Source: an optimization exercise on an open RTL-to-GDS flow (aim: small area, a short achievable clock period and few clock cycles per item). Production flows keep margins and buffers that such runs may drop.
In this exercise RTL edits were held to simulation tests only and were not proved equivalent to the original.
Power and IR drop assume default switching activity.

==> inputs of run a <==
==> flow/design.v (excerpt) <==
module rule_engine (
    input  wire        clk,
    input  wire        rst,             
    input  wire        start,           
    input  wire [1:0]  fault_override,  
    input  wire [1:0]  fault_action,    
    output wire        ready,
    output wire        done,            
    output wire [1:0]  verdict,         
    output wire [7:0]  rule_code,
    output wire        fault,           
    output wire [5:0]  last_pc,         
    output wire [10:0] cycles,          
    output wire [5:0]  i_addr,
    input  wire [31:0] i_data,
    output wire [3:0]  k_addr,
    input  wire [63:0] k_data,
    output wire [5:0]  f_sel,
    input  wire [63:0] f_data,
    input  wire        f_absent
);
clock: 16.0 ns
lec_check: 0
cap_margin: 20
core_margin: 2
core_utilization: 32
gpl_routability_driven: 1
place_density: 0.45
setup_slack_margin: 5
slew_margin: 20
standard.sh (not shown) runs the stock make flow with config.mk's settings and CLKGATE_MAP_FILE= SYNTH_SCRIPT=/design/flow/synth_recipe.tcl, a recipe that flattens the netlist after the stock synthesis.
==> flow/flow/run.sh <==
#!/bin/bash
set -euo pipefail
bash standard.sh SETUP_SLACK_MARGIN=10.5 TNS_END_PERCENT=10 finish > flow_make.log 2>&1
==> run b (differences from run a) <==
--- a/flow/design.v
+++ b/flow/design.v
@@ -284,22 +284,21 @@
             NRM_H: md_seq = NRM_L;
             NRM_L: md_seq = DSTEP;
             DSTEP: if (cnt == 7'd1) md_seq = FINAL;
             default: ;
         endcase
     end
     wire x_fin = vX & (!is_md | md_fin);
-    wire [63:0] wd_in  = ctl[C_W_F] ? (f_data & {64{!f_absent}}) : k_data;
-    wire [63:0] wd_int = ({64{ctl[C_W_B]}} & opB) | ({64{ctl[C_W_A]}} & opA) |
+    wire [63:0] wd = ({64{ctl[C_W_F] & !f_absent}} & f_data) | ({64{ctl[C_W_K]}} & k_data) |
+                     ({64{ctl[C_W_B]}} & opB) | ({64{ctl[C_W_A]}} & opA) |
                      ({64{ctl[C_W_ADD]}} & addsat) | ({64{ctl[C_W_ABS]}} & abssat) |
                      ({64{ctl[C_W_MIN]}} & (lt ? opA : opB)) | ({64{ctl[C_W_MAX]}} & (lt ? opB : opA)) |
                      ({64{ctl[C_W_AND]}} & (opA & opB)) | ({64{ctl[C_W_OR]}} & (opA | opB)) |
                      ({64{ctl[C_W_SH]}} & fout) | ({64{ctl[C_W_MD] & !md_zero & !md_last}} & mdres) |
                      ({64{ctl[C_W_MD] & md_last}} & {L[62:0], !s[63]});
-    wire [63:0] wd = (ctl[C_W_F] | ctl[C_W_K]) ? wd_in : wd_int;
     reg wr;
     always @* begin
         case (opX)
             OP_LDF, OP_LDK, OP_LDI, OP_MOV, OP_ADD, OP_SUB, OP_MIN, OP_MAX, OP_ABS,
             OP_AND, OP_OR, OP_SHL, OP_SHR: wr = 1'b1;
             OP_MUL, OP_DIV, OP_MDV:        wr = md_fin;
             default:                       wr = 1'b0;
==> run c (differences from run a) <==
--- a/flow/design.v
+++ b/flow/design.v
@@ -325,25 +325,26 @@
     wire        opBs_n = fwdB ? wd[63] : rdB[63];
     wire safeX  = safe_q;
     wire done_x = vX & endX;
     wire done_r = vR & endR & safeX;
     reg  ffast;                  
     wire fault_fast = vX & ffast;
     wire flt    = fault_pend | fault_fast;
-    assign done  = run & (flt | done_x | done_r);
+    reg  flt_q, dx_q;
+    assign done  = run & (flt_q | dx_q | done_r);     
     assign ready = !run | done;
     function [1:0] fault_verdict;
         input [1:0] ovr, act;
         fault_verdict = (ovr == 2'd1) ? 2'd2 : (ovr == 2'd2) ? 2'd1 : (ovr == 2'd3) ? 2'd0 :
                         (act == 2'd1) ? 2'd1 : (act == 2'd2) ? 2'd0 : 2'd2;
     endfunction
-    wire fromX = flt | done_x;
-    assign verdict   = flt ? fverd : (done_x ? verdX : verdR);
-    assign rule_code = flt ? 8'hFF : (done_x ? codeX : codeR);
-    assign fault     = flt;
+    wire fromX = flt_q | dx_q;
+    assign verdict   = flt_q ? fverd : (dx_q ? verdX : verdR);
+    assign rule_code = flt_q ? 8'hFF : (dx_q ? codeX : codeR);
+    assign fault     = flt_q;
     assign last_pc   = fromX ? pcX : pcR;
     assign cycles    = fromX ? cycX : cycX2;
     wire x_adv  = !vX | x_fin;
     wire advR   = vR & x_adv;
     wire adv0   = v0 & (!vR | advR);
     wire [5:0] nx_op = advR ? opR : opX;
     wire [3:0] nx_md = advR ? M0 : md_seq;
@@ -374,14 +375,17 @@
         dq    <= dnum;
         opA   <= opA_n;
         opB   <= opB_n;
         opBs  <= opBs_n;
         zA_q  <= !fwdA & (rdA == 64'd0);
         zB_q  <= zB_n;
         ffast <= advR & ((opR == OP_DIV) | (opR == OP_MDV)) & zB_n;
+        flt_q <= (!rst & run & !done & fault_now) |
+                 (vXn & advR & ((opR == OP_DIV) | (opR == OP_MDV)) & zB_n);
+        dx_q  <= vXn & (advR ? endR : endX);
         nzB_q <= !(wen & (xdX == selB)) & (rdB != 64'd0);
         if (wen) begin
             x[xdX]  <= wd;
             rv[xdX] <= 1'b1;
         end
         md  <= nx_md;
         ctl <= ctl_of(nx_op, nx_md);
==> flow_metrics.py <==
metrics = {
    "routing": {
        "firstDrtPassIters": 10,
        "wl_met1_mm": 213,
    },
    "power_and_ir_drop": {
        "pwr-share-comb": 0.120,
        "p_sw_frac": 0.261,
    },
    "placed_design": {
        "finalWeightedCongestion": 1.02,
    },
    "worst_setup_path": {
        "crit_chain": "buf_4 > a222oi_1 > mux2i_1 > mux2i_1 > mux2i_1 > a21oi_1 > a21oi_1 > a221o_2 > a221oi_2 > nand2_1 > a211oi_1 > a21o_2 > clkinvlp_4 > buf_4",
        "critPathTopFamily": "compound AO/OA/AOI/OAI gates",
        "cp_common_cell": "mux2i_1",
    },
    "final_layout": {
        "final_common_cell": "edfxtp_1",
        "nets": 10746,
        "inverters": 324,
        "n_sequential_cell": 1579,
    },
    "synth": {
        "ys_top_cells_by_area": "edfxtp_1, mux4_2, mux2i_1, dfxtp_1, nand2_1",
    },
    "timing": {
        "finClkSkew_ns": 0.0634,
    },
    "floorplanning": {
        "die_w_um": 578,
    },
    "min_path": {
        "holdCritStartpoint": "irR[24]",
    },
    "cts": {
        "clock_latency_ns": 0.92,
    },
    "outcome": {
        "status": "complete, no violations",
    },
}
The numbers above come from run c.

==> flow_metrics.py <==
metrics = {
    "final_layout": {
        "nets": 11454,
        "n_sequential_cell": 1578,
        "final_common_cell": "nand2_1",
    },
    "worst_setup_path": {
        "cp_common_cell": "buf_12",
        "crit_chain": "buf_6 > nor4b_4 > buf_4 > nand3_1 > mux2i_2 > and3_4 > nor2_4 > buf_12 > buf_12 > buf_12 > buf_8 > nand3_4 > buf_12 > buf_4 > o22ai_1 > nor4_4 > nand2b_1 > xor2_1 > o21ai_0 > o22ai_1",
        "critPathTopFamily": "simple AND/OR/NAND/NOR gates",
    },
    "placed_design": {
        "finalWeightedCongestion": 1.03,
    },
    "timing": {
        "finClkSkew_ns": 0.0983,
    },
    "routing": {
        "wl_met1_mm": 225,
    },
    "min_path": {
        "holdCritStartpoint": "irR[23]",
    },
    "power_and_ir_drop": {
        "p_sw_frac": 0.288,
    },
    "outcome": {
        "status": "complete, no violations",
    },
}
The numbers above come from run a.

==> flow_metrics.py <==
metrics = {
    "placed_design": {
        "finalWeightedCongestion": 1.02,
    },
    "power_and_ir_drop": {
        "pwr-share-comb": 0.134,
        "p_sw_frac": 0.271,
    },
    "routing": {
        "firstDrtPassIters": 14,
        "wl_met1_mm": 218,
    },
    "min_path": {
        "holdCritStartpoint": "irR[23]",
    },
    "outcome": {
        "status": "complete, no violations",
    },
    "final_layout": {
        "nets": 10579,
        "n_sequential_cell": 1578,
        "final_common_cell": "edfxtp_1",
    },
    "global_routing": {
        "met1_usage": 0.422,
    },
    "floorplanning": {
        "die_w_um": 577,
    },
    "timing": {
        "finClkSkew_ns": 0.0505,
    },
    "worst_setup_path": {
        "crit_chain": "dlygate4sd2_1 > nor2b_4 > buf_4 > a222oi_1 > nand2_1 > a221oi_1 > nand4_1 > a21o_4 > mux2_2",
    },
    "cts": {
        "clock_latency_ns": 0.91,
    },
    "synth": {
        "ys_top_cells_by_area": "edfxtp_1, mux4_2, mux2i_1, dfxtp_1, nand2_1",
    },
}
The numbers above come from run b.

Testbench counts of run a, summed over its fixed seeds: cycles 22,958, rows 1,200.
Testbench counts of run b, summed over its fixed seeds: cycles 22,958, rows 1,200.
Testbench counts of run c, summed over its fixed seeds: cycles 22,958, rows 1,200.

[what the ideal ports hide]
How much do the figures lean on ideal ports? The routed layouts below were timed once more, with nothing changed but the port constraints. Step 1 (the two cells are an assumption about what drives the block):
set clk [get_ports {clk}]
set_driving_cell -lib_cell sky130_fd_sc_hd__clkbuf_16 $clk
set_driving_cell -lib_cell sky130_fd_sc_hd__buf_2 [delete_from_list [all_inputs] $clk]
Step 2 adds t to the input delays and takes it off the output delays; t is the mean of the earliest and latest rising clock arrival at the registers after step 1. Input paths then give back, and output paths get back, about the clock's delay inside the block. Slacks: ideal / step 1 / step 2; pairs: ideal / step 1.
run	t (ns)	slack for setup (ns)	worst setup path after step 2	worst register clock-pin slew, ns
run a	0.968	10.132 / 10.132 / 9.484	input to register	0.08 / 0.08
run b	0.984	10.004 / 10.001 / 9.017	input to register	0.07 / 0.07
run c	0.993	10.035 / 10.035 / 9.531	input to register	0.07 / 0.07
After both steps every run listed still meets setup and hold. The setup slack of run b, which loses most, moves by -0.003 ns with the drivers and by -0.987 ns with both steps.
